Context: an optimization exercise on an open-source flow, tuned for small area, a short achievable clock period and few clock cycles per item. The choices shown serve that exercise and are no tape-out recipe.
Function was checked by simulation only, so behaviour that the tests miss may differ from the original.
No activity file was given, so power comes from the tool's default toggle rates.

==> flow/run.sh <==
#!/bin/bash
# synth_recipe.tcl (not shown) runs the flow's synth.tcl, then flattens the netlist and writes it again
# the make line also repeats each setting of config.mk as NAME=value (left out here)
make -C /OpenROAD-flow-scripts/flow DESIGN_CONFIG=/design/flow/config.mk WORK_HOME=/design/flow/orfs CLKGATE_MAP_FILE= SYNTH_SCRIPT=/design/flow/synth_recipe.tcl finish
==> flow/config.mk <==
export PLATFORM = sky130hd
export DESIGN_NAME = warp_offset
export DESIGN_NICKNAME = warp_offset
export VERILOG_FILES = /design/flow/design.v
export SDC_FILE = /design/flow/constraint.sdc
export NUM_CORES = 4
export LEC_CHECK = 0
export CAP_MARGIN = 20
export CORE_MARGIN = 2
export CORE_UTILIZATION = 40
export PLACE_DENSITY = 0.6
export SLEW_MARGIN = 20
==> flow/constraint.sdc <==
create_clock -name core_clock -period 14.0 [get_ports {clk}]
set_input_delay 2.8000 -clock core_clock [delete_from_list [all_inputs] [get_ports {clk}]]
set_output_delay 2.8000 -clock core_clock [all_outputs]
set_load 0.01 [all_outputs]
==> flow/design.v <==
module warp_offset (
    input  wire         clk,
    input  wire         rst,
    input  wire         in_valid,
    output wire         in_ready,
    input  wire [14:0]  in_x,
    input  wire [23:0]  in_row,
    input  wire [23:0]  in_rows,
    input  wire [7:0]   in_pitch,
    input  wire [7:0]   in_beam_slow,
    input  wire [7:0]   in_facet_slow,
    input  wire [7:0]   in_slip,
    input  wire [7:0]   in_scr_w_m1,
    input  wire [7:0]   in_scr_h_m1,
    input  wire [7:0]   in_scr_x0,
    input  wire [7:0]   in_scr_y0,
    output reg  [7:0]   node_addr_a,
    output reg  [7:0]   node_addr_b,
    input  wire [15:0]  node_data_a,
    input  wire [15:0]  node_data_b,
    output reg  [24:0]  src_row_a,
    output reg  [24:0]  src_row_b,
    output reg  [14:0]  src_col,
    input  wire [7:0]   src_data_a,
    input  wire [7:0]   src_data_b,
    output reg  [15:0]  scr_cell,
    input  wire [119:0] scr_data,
    output wire         out_valid,
    input  wire         out_ready,
    output reg  [15:0]  out_offset,
    output reg          out_clamp,
    output reg  [24:0]  out_ra,
    output reg  [4:0]   out_w,
    output reg  [24:0]  out_rn,
    output reg  [7:0]   out_c,
    output reg  [3:0]   out_level
);
    localparam [3:0] S_IDLE  = 4'd0,
                     S_CHK   = 4'd1,
                     S_DIV1  = 4'd2,    
                     S_NRD   = 4'd3,    
                     S_MUL   = 4'd4,
                     S_DIV2  = 4'd5,    
                     S_FIX   = 4'd6,
                     S_SUM   = 4'd7,
                     S_SRD   = 4'd8,    
                     S_INTP  = 4'd9,
                     S_DIV3  = 4'd10,   
                     S_DIV4  = 4'd11,   
                     S_CELL  = 4'd12,
                     S_CRD   = 4'd13,   
                     S_LEVEL = 4'd14,
                     S_OUT   = 4'd15;
    localparam integer DW    = 25;      
    localparam [4:0]   DLAST = 5'(DW - 1);
    reg [3:0] state;
    reg [14:0] x_q;
    reg [23:0] row_q;
    reg [23:0] rows_q;
    reg [7:0]  p_q;                     
    reg [7:0]  bt_q, ft_q, sig_q;
    reg [7:0]  wm1_q, hm1_q, x0_q, y0_q;
    reg        sat_q;                   
    reg [7:0]  fr_q;                    
    reg        neg_q;                   
    reg signed [15:0] wc_q;
    reg [7:0]  cx_q;
    reg [7:0]  cy_q;
    reg [DW-1:0] div_quo;
    reg [8:0]    div_rem;
    reg [8:0]    div_d;
    reg [4:0]    div_cnt;
    wire [9:0] div_shift = {div_rem, div_quo[DW-1]};
    wire       div_ge    = div_shift >= {1'b0, div_d};
    wire [9:0] div_next  = div_ge ? div_shift - {1'b0, div_d} : div_shift;
    wire [7:0] div_k     = {div_quo[6:0], div_ge};     
    wire       div_last  = div_cnt == DLAST;
    wire [7:0] pitch_lim = (in_pitch < 8'd16)  ? 8'd16 :
                           (in_pitch > 8'd128) ? 8'd128 : in_pitch;
    wire [15:0] x_limit = {p_q, 8'd0} - {8'd0, p_q};
    wire        x_sat   = {1'b0, x_q} >= x_limit;
    wire signed [15:0] na = node_data_a;
    wire signed [15:0] nb = node_data_b;
    wire signed [8:0]  wa = $signed({1'b0, p_q - fr_q});
    wire signed [8:0]  wb = $signed({1'b0, fr_q});
    wire signed [24:0] num = na * wa + nb * wb + $signed({18'd0, p_q[7:1]});
    wire [24:0]        num_mag = num[24] ? -num : num;
    wire [15:0] q_mag  = div_quo[15:0];
    wire        rem_nz = div_rem != 9'd0;
    wire signed [15:0] wc_floor = neg_q ? -$signed(q_mag + {15'd0, rem_nz})
                                        :  $signed(q_mag);
    wire signed [17:0] sum = {{2{wc_q[15]}}, wc_q} + {{10{bt_q[7]}}, bt_q}
                           + {{10{ft_q[7]}}, ft_q} + {{10{sig_q[7]}}, sig_q};
    wire               clamp_hi = sum > 18'sd2047;
    wire               clamp_lo = sum < -18'sd2048;
    wire signed [15:0] o = clamp_hi ? 16'sd2047 :
                           clamp_lo ? -16'sd2048 : sum[15:0];
    wire signed [29:0] pos    = $signed({1'b0, row_q, 5'd0}) + {{14{o[15]}}, o};
    wire signed [29:0] pos_rn = pos + 30'sd16;
    wire        [24:0] ra     = pos[29:5];
    wire signed [25:0] rows_s  = $signed({2'b0, rows_q});
    wire signed [25:0] row_a_s = $signed({src_row_a[24], src_row_a});
    wire signed [25:0] row_b_s = $signed({src_row_b[24], src_row_b});
    wire        in_a  = (row_a_s >= 26'sd0) && (row_a_s < rows_s);
    wire        in_b  = (row_b_s >= 26'sd0) && (row_b_s < rows_s);
    wire [7:0]  sa    = in_a ? src_data_a : 8'd0;
    wire [7:0]  sb    = in_b ? src_data_b : 8'd0;
    wire [13:0] wgt_b = {9'd0, out_w};
    wire [13:0] wgt_a = 14'd32 - wgt_b;
    wire [13:0] c_sum = {6'd0, sa} * wgt_a + {6'd0, sb} * wgt_b + 14'd16;
    wire [8:0]  scr_w    = {1'b0, wm1_q} + 9'd1;
    wire [8:0]  scr_h    = {1'b0, hm1_q} + 9'd1;
    wire [16:0] cell_sum = {9'd0, cy_q} * {8'd0, scr_w} + {9'd0, cx_q};
    integer i;
    reg [3:0] level;
    always @(*) begin
        level = 4'd0;
        for (i = 0; i < 15; i = i + 1)
            if (out_c > scr_data[8*i +: 8])
                level = level + 4'd1;
    end
    assign in_ready  = state == S_IDLE;
    assign out_valid = state == S_OUT;
    always @(posedge clk) begin
        if (rst) begin
            state       <= S_IDLE;
            node_addr_a <= 8'd0;
            node_addr_b <= 8'd0;
            src_row_a   <= 25'd0;
            src_row_b   <= 25'd0;
            src_col     <= 15'd0;
            scr_cell    <= 16'd0;
        end else begin
            case (state)
                S_IDLE: begin
                    if (in_valid) begin
                        x_q    <= in_x;
                        row_q  <= in_row;
                        rows_q <= in_rows;
                        p_q    <= pitch_lim;
                        bt_q   <= in_beam_slow;
                        ft_q   <= in_facet_slow;
                        sig_q  <= in_slip;
                        wm1_q  <= in_scr_w_m1;
                        hm1_q  <= in_scr_h_m1;
                        x0_q   <= in_scr_x0;
                        y0_q   <= in_scr_y0;
                        state  <= S_CHK;
                    end
                end
                S_CHK: begin
                    sat_q <= x_sat;
                    if (x_sat) begin
                        node_addr_a <= 8'd255;
                        node_addr_b <= 8'd255;
                        state       <= S_NRD;
                    end else begin
                        div_quo <= {{(DW-15){1'b0}}, x_q};
                        div_rem <= 9'd0;
                        div_d   <= {1'b0, p_q};
                        div_cnt <= 5'd0;
                        state   <= S_DIV1;
                    end
                end
                S_DIV1: begin
                    div_rem <= div_next[8:0];
                    div_quo <= {div_quo[DW-2:0], div_ge};
                    div_cnt <= div_cnt + 5'd1;
                    if (div_last) begin
                        node_addr_a <= div_k;
                        node_addr_b <= div_k + 8'd1;
                        fr_q        <= div_next[7:0];
                        state       <= S_NRD;
                    end
                end
                S_NRD: begin
                    state <= S_MUL;
                end
                S_MUL: begin
                    if (sat_q) begin
                        wc_q  <= na;
                        state <= S_SUM;
                    end else begin
                        neg_q   <= num[24];
                        div_quo <= num_mag;
                        div_rem <= 9'd0;
                        div_d   <= {1'b0, p_q};
                        div_cnt <= 5'd0;
                        state   <= S_DIV2;
                    end
                end
                S_DIV2: begin
                    div_rem <= div_next[8:0];
                    div_quo <= {div_quo[DW-2:0], div_ge};
                    div_cnt <= div_cnt + 5'd1;
                    if (div_last)
                        state <= S_FIX;
                end
                S_FIX: begin
                    wc_q  <= wc_floor;
                    state <= S_SUM;
                end
                S_SUM: begin
                    out_offset <= o;
                    out_clamp  <= clamp_hi | clamp_lo;
                    out_ra     <= ra;
                    out_w      <= pos[4:0];
                    out_rn     <= pos_rn[29:5];
                    src_row_a  <= ra;
                    src_row_b  <= ra + 25'd1;
                    src_col    <= x_q;
                    state      <= S_SRD;
                end
                S_SRD: begin
                    state <= S_INTP;
                end
                S_INTP: begin
                    out_c   <= c_sum[12:5];
                    div_quo <= {{(DW-16){1'b0}}, {1'b0, x_q} + {8'd0, x0_q}};
                    div_rem <= 9'd0;
                    div_d   <= scr_w;
                    div_cnt <= 5'd0;
                    state   <= S_DIV3;
                end
                S_DIV3: begin
                    div_rem <= div_next[8:0];
                    div_quo <= {div_quo[DW-2:0], div_ge};
                    div_cnt <= div_cnt + 5'd1;
                    if (div_last) begin
                        cx_q    <= div_next[7:0];
                        div_quo <= {1'b0, row_q} + {17'd0, y0_q};
                        div_rem <= 9'd0;
                        div_d   <= scr_h;
                        div_cnt <= 5'd0;
                        state   <= S_DIV4;
                    end
                end
                S_DIV4: begin
                    div_rem <= div_next[8:0];
                    div_quo <= {div_quo[DW-2:0], div_ge};
                    div_cnt <= div_cnt + 5'd1;
                    if (div_last) begin
                        cy_q  <= div_next[7:0];
                        state <= S_CELL;
                    end
                end
                S_CELL: begin
                    scr_cell <= cell_sum[15:0];
                    state    <= S_CRD;
                end
                S_CRD: begin
                    state <= S_LEVEL;
                end
                S_LEVEL: begin
                    out_level <= level;
                    state     <= S_OUT;
                end
                S_OUT: begin
                    if (out_ready)
                        state <= S_IDLE;
                end
                default: state <= S_IDLE;
            endcase
        end
    end
endmodule
==> run_results.csv <==
group,metric,value,unit
cells_and_area,area_growth,19.5,%
placement,place_inst,6164,
yosys,synth_top_cells_by_area,"sky130_fd_sc_hd__edfxtp_1, sky130_fd_sc_hd__fa_1, sky130_fd_sc_hd__ha_1, sky130_fd_sc_hd__inv_1, sky130_fd_sc_hd__dfxtp_1",
global_route,grt_util_met1,32.1,%
yosys,cell_area_synth,41500,um2
clock_network,number_of_setup_buffers_added_after_cts,0,
clock_network,cts.repair.resized,0,
clock_network,numCtsBuffers,50,
yosys,yosys_warnings,1,
yosys,async_reset_ff_share,0,%
critical_path,crit_type,"input port to flip-flop",
detailed_routing,post_dr_wirelength_cell,19.9,um
global_route,grt_max_degree,84,
cells_and_area,fill_cells,9896,
power_and_ir_drop,power.static_leakage,22.1,nW
clock_network,insertion_delay,0.66,ns
cells_and_area,instances_no_fill,6263,
power_and_ir_drop,power.density_cell_area,270,nW/um2
global_route,first_global_vias,32500,
global_route,grt.overflow.total,0,
critical_path,cp_common_cell,"sky130_fd_sc_hd__ha_1",
cells_and_area,fin_area,49500,um2
power_and_ir_drop,pwr-share-clk,10.0,%
critical_path,crit_required,14.35,ns
critical_path,worst_path_max_delay_cell,"sky130_fd_sc_hd__clkdlybuf4s50_1",
placement,dp_slack,0.492,ns
yosys,yosysTopAreaCellShare,21.4,%
global_route,antenna_found_initial,8,
floorplanning,floorplan.die.width,326,um
yosys,synth.distinct_cells,90,
detailed_routing,avgViaCountPerCell,5.19,
cells_and_area,final_net_count,5997,
clock_network,clockRootBuffer,"sky130_fd_sc_hd__clkbuf_16",
timing,timing.final.crit_share,92.5,%
floorplanning,die_area,106000,um2
detailed_routing,detail_route.drc_violations,0,
global_route,global_route.peak_usage_layer,"met2",
timing,slew_headroom,24.2,%
clock_network,cts.hold.buffers_added,0,
timing,post-route-min-period,12.95,ns
power_and_ir_drop,netSwitchingFraction,50.8,%
power_and_ir_drop,p_comb_share,78.3,%
clock_network,clock_sinks,397,
power_and_ir_drop,power.internal,6.58,mW
detailed_routing,drt_first_iter_violations,2591,
yosys,ys_dominant_reg_cell,"sky130_fd_sc_hd__edfxtp_1",
detailed_routing,drt_first_pass_iters,6,
placement,port-buffer-count,481,
yosys,cell_type_with_the_highest_aggregate_area_in_the_netlist,"sky130_fd_sc_hd__edfxtp_1",
floorplanning,chipHeight,326,um
clock_network,h-tree-depth,2,
global_route,grt_first_pass_wirelength,194,mm
timing,finClkSkew,0.0593,ns
floorplanning,core,103000,um2
power_and_ir_drop,power.net_switching,6.80,mW
timing,finalMaxSlewViolations,0,
cells_and_area,most_frequent_cells_in_the_layout,"sky130_fd_sc_hd__inv_1, sky130_fd_sc_hd__clkdlybuf4s50_1, sky130_fd_sc_hd__ha_1",
timing,finalHoldViolations,0,
run_status,status,"complete, no violations",
placement,gpl.final_weighted_congestion,0.879,
timing,max_freq,77.2,MHz
cells_and_area,layout.cells.most_common,"sky130_fd_sc_hd__inv_1",
yosys,count_of_flip_flops_with_a_built_in_enable_after_synthesis,296,
timing,holdWs,0.450,ns
clock_network,tritoncts,"yes",
floorplanning,floorplan.initialDensity,40.2,%
critical_path,cp-end-kind,"flip-flop",
global_route,global_route.usage.met2,39.4,%
worst_hold_path,hold_path_class,"flip-flop to flip-flop",
global_route,global_route.usage.met3,2.81,%
timing,setup_total_negative_slack,0,ns
detailed_routing,drt_wl_total,125,mm
power_and_ir_drop,worst_ir_drop_vdd,0.000931,V
cells_and_area,layout_cells_sized_above_1,3.55,%
yosys,yosys_register_bits,397,
critical_path,start_kind,"input port",
yosys,syn-num-nets,5563,
floorplanning,core.rowCount,118,
timing,tightest_slew,1.13,ns
run,maxCapViolations,0,
critical_path,arrival,13.30,ns
timing,final.setup.worst_slack,1.05,ns
timing,rsz_0062_raised_after_global_routing,"false",
critical_path,worst_path_largest_cell_delay,0.45,ns
clock_network,clk_pin_slew_worst_paths,0.06,ns
global_route,gr-usage-all-layers,23.6,%
detailed_routing,detail-route-antenna-nets,0,
critical_path,cp_max_fo,7,
placement,detailedPlacementHpwl,101,mm
placement,dpl-instance-area,47800,um2
clock_network,ctsLongestPathBuffers,3,
power_and_ir_drop,seqPwrFrac,11.8,%
floorplanning,num_io_pins,482,
timing,finalSetupViolCount,0,
detailed_routing,vias,32500,
yosys,syn-mean-instance-area,9.42,um2
yosys,synthesis.instances,4403,
yosys,synth_sequential_area_ratio,26.3,%
==> metal layers <==
layer  vias to the layer above  wire (um)
li1                      15500          -
met1                     15900      54400
met2                       899      59700
met3                       153       7020
met4                         4       3530
met5                         -         26
==> cell usage after synthesis, types with 16 or more instances <==
cell and count:
sky130_fd_sc_hd__and2_1 197, sky130_fd_sc_hd__o21a_1 32, sky130_fd_sc_hd__inv_1 777, sky130_fd_sc_hd__or3_1 18
sky130_fd_sc_hd__a31oi_1 16, sky130_fd_sc_hd__a211oi_1 33, sky130_fd_sc_hd__o21ai_0 107, sky130_fd_sc_hd__fa_1 386
sky130_fd_sc_hd__a221oi_1 28, sky130_fd_sc_hd__mux2i_1 16, sky130_fd_sc_hd__nand3_1 123, sky130_fd_sc_hd__nor2b_1 51
sky130_fd_sc_hd__o21bai_1 32, sky130_fd_sc_hd__nor2_1 225, sky130_fd_sc_hd__dfxtp_1 101, sky130_fd_sc_hd__and3_1 60
sky130_fd_sc_hd__a21o_1 88, sky130_fd_sc_hd__nand2b_1 38, sky130_fd_sc_hd__nand2_1 367, sky130_fd_sc_hd__xor2_1 56
sky130_fd_sc_hd__a21oi_1 210, sky130_fd_sc_hd__xnor2_1 195, sky130_fd_sc_hd__nor3_1 45, sky130_fd_sc_hd__edfxtp_1 296
sky130_fd_sc_hd__ha_1 475, sky130_fd_sc_hd__nand4_1 47, sky130_fd_sc_hd__o211ai_1 17, sky130_fd_sc_hd__clkbuf_1 129
==> metrics by stage <==
step,power (mW),util [%]
floorplan,9.58,-
global placement,11.9,46.3
detailed placement,11.9,46.3
CTS,13.3,48.0
global route,14.8,48.0
finish,13.4,48.0
==> logic make-up after synthesis <==
group	Yosys count	synth area share, %
flip-flops	397	26.3
buffers and inverters	926	8.44
AND/OR/NAND/NOR	1245	15.0
XOR/XNOR	261	5.88
adder cells (fa/ha/maj)	861	33.0
multiplexers	23	0.576
AO/OA/AOI/OAI	690	10.8
==> critical path, delay by kind of cell <==
kind | cells | cell delay [ns]
adders and majority gates | 14 | 4.33
AOI/OAI and AO/OA | 15 | 2.33
and+or+nand+nor | 11 | 1.78
muxes | 5 | 1.37
buffers and inverters | 5 | 0.71
==> flip-flops by register name, indices dropped and copies added, names as in the netlist, 9 cells and up <==
signal      count
div_d           9
div_quo        25
div_rem         9
out_offset     16
out_ra         25
out_rn         25
row_q          24
rows_q         24
scr_cell       16
src_col        15
src_row_a      25
src_row_b      25
wc_q           16
x_q            15
==> power by group through the flow <==
stage	Sequential [mW]	Clock [mW]	Combinational (mW)
floorplan	1.57	0	8.02
global placement	1.59	0	10.3
detailed placement	1.60	0	10.3
CTS	1.57	1.36	10.4
global route	1.58	1.41	11.8
finish	1.57	1.33	10.5
==> area by class of cell <==
class	count	area (um2)	area share (%)
Tap cell	1380	1730	3.49
Clock buffer	60	1310	2.64
Clock inverter	33	362	0.730
Sequential cell	397	10900	22.0
Timing Repair Buffer	524	5140	10.4
Multi-Input combinational cell	3080	27100	54.8
Inverter	784	2940	5.94
Antenna cell	5	12.5	0.0253
==> final timing paths <==
kind	from	to	slack [ns]	depth (start not counted)
worst max-delay path	scr_data[1]	out_level[1]	1.05	50
worst min-delay path	scr_cell[13]	scr_cell[13]	0.45	2
worst max register to register	out_c[0]	out_level[1]	3.17	50
worst min register to register	scr_cell[13]	scr_cell[13]	0.45	2
Testbench counts, summed over its fixed seeds: cycles 178,690, items 1,600.

-- afterwards: timing with drivers on the ports --
In the flow no input, the clock included, has a driving cell. The finished layout below was timed again as built, in two steps.
Step 1 assumes that a clkbuf_16 drives the clock port and a buf_2 every other input.
Step 2 also shifts input and output timing later by t, the mid clock arrival at the registers, as if the neighbouring blocks saw the same clock.
a / b / c = ideal ports / drivers / drivers and shift; a / b = the first two.
t, ns: 0.701
slack for setup (ns): 1.054 / 1.099 / 0.398
slew at the worst register clock pin (ns): 0.07 / 0.07
After both steps this run still meets setup and hold. The setup slack of this run moves by +0.045 ns with the drivers and by -0.656 ns with both steps.
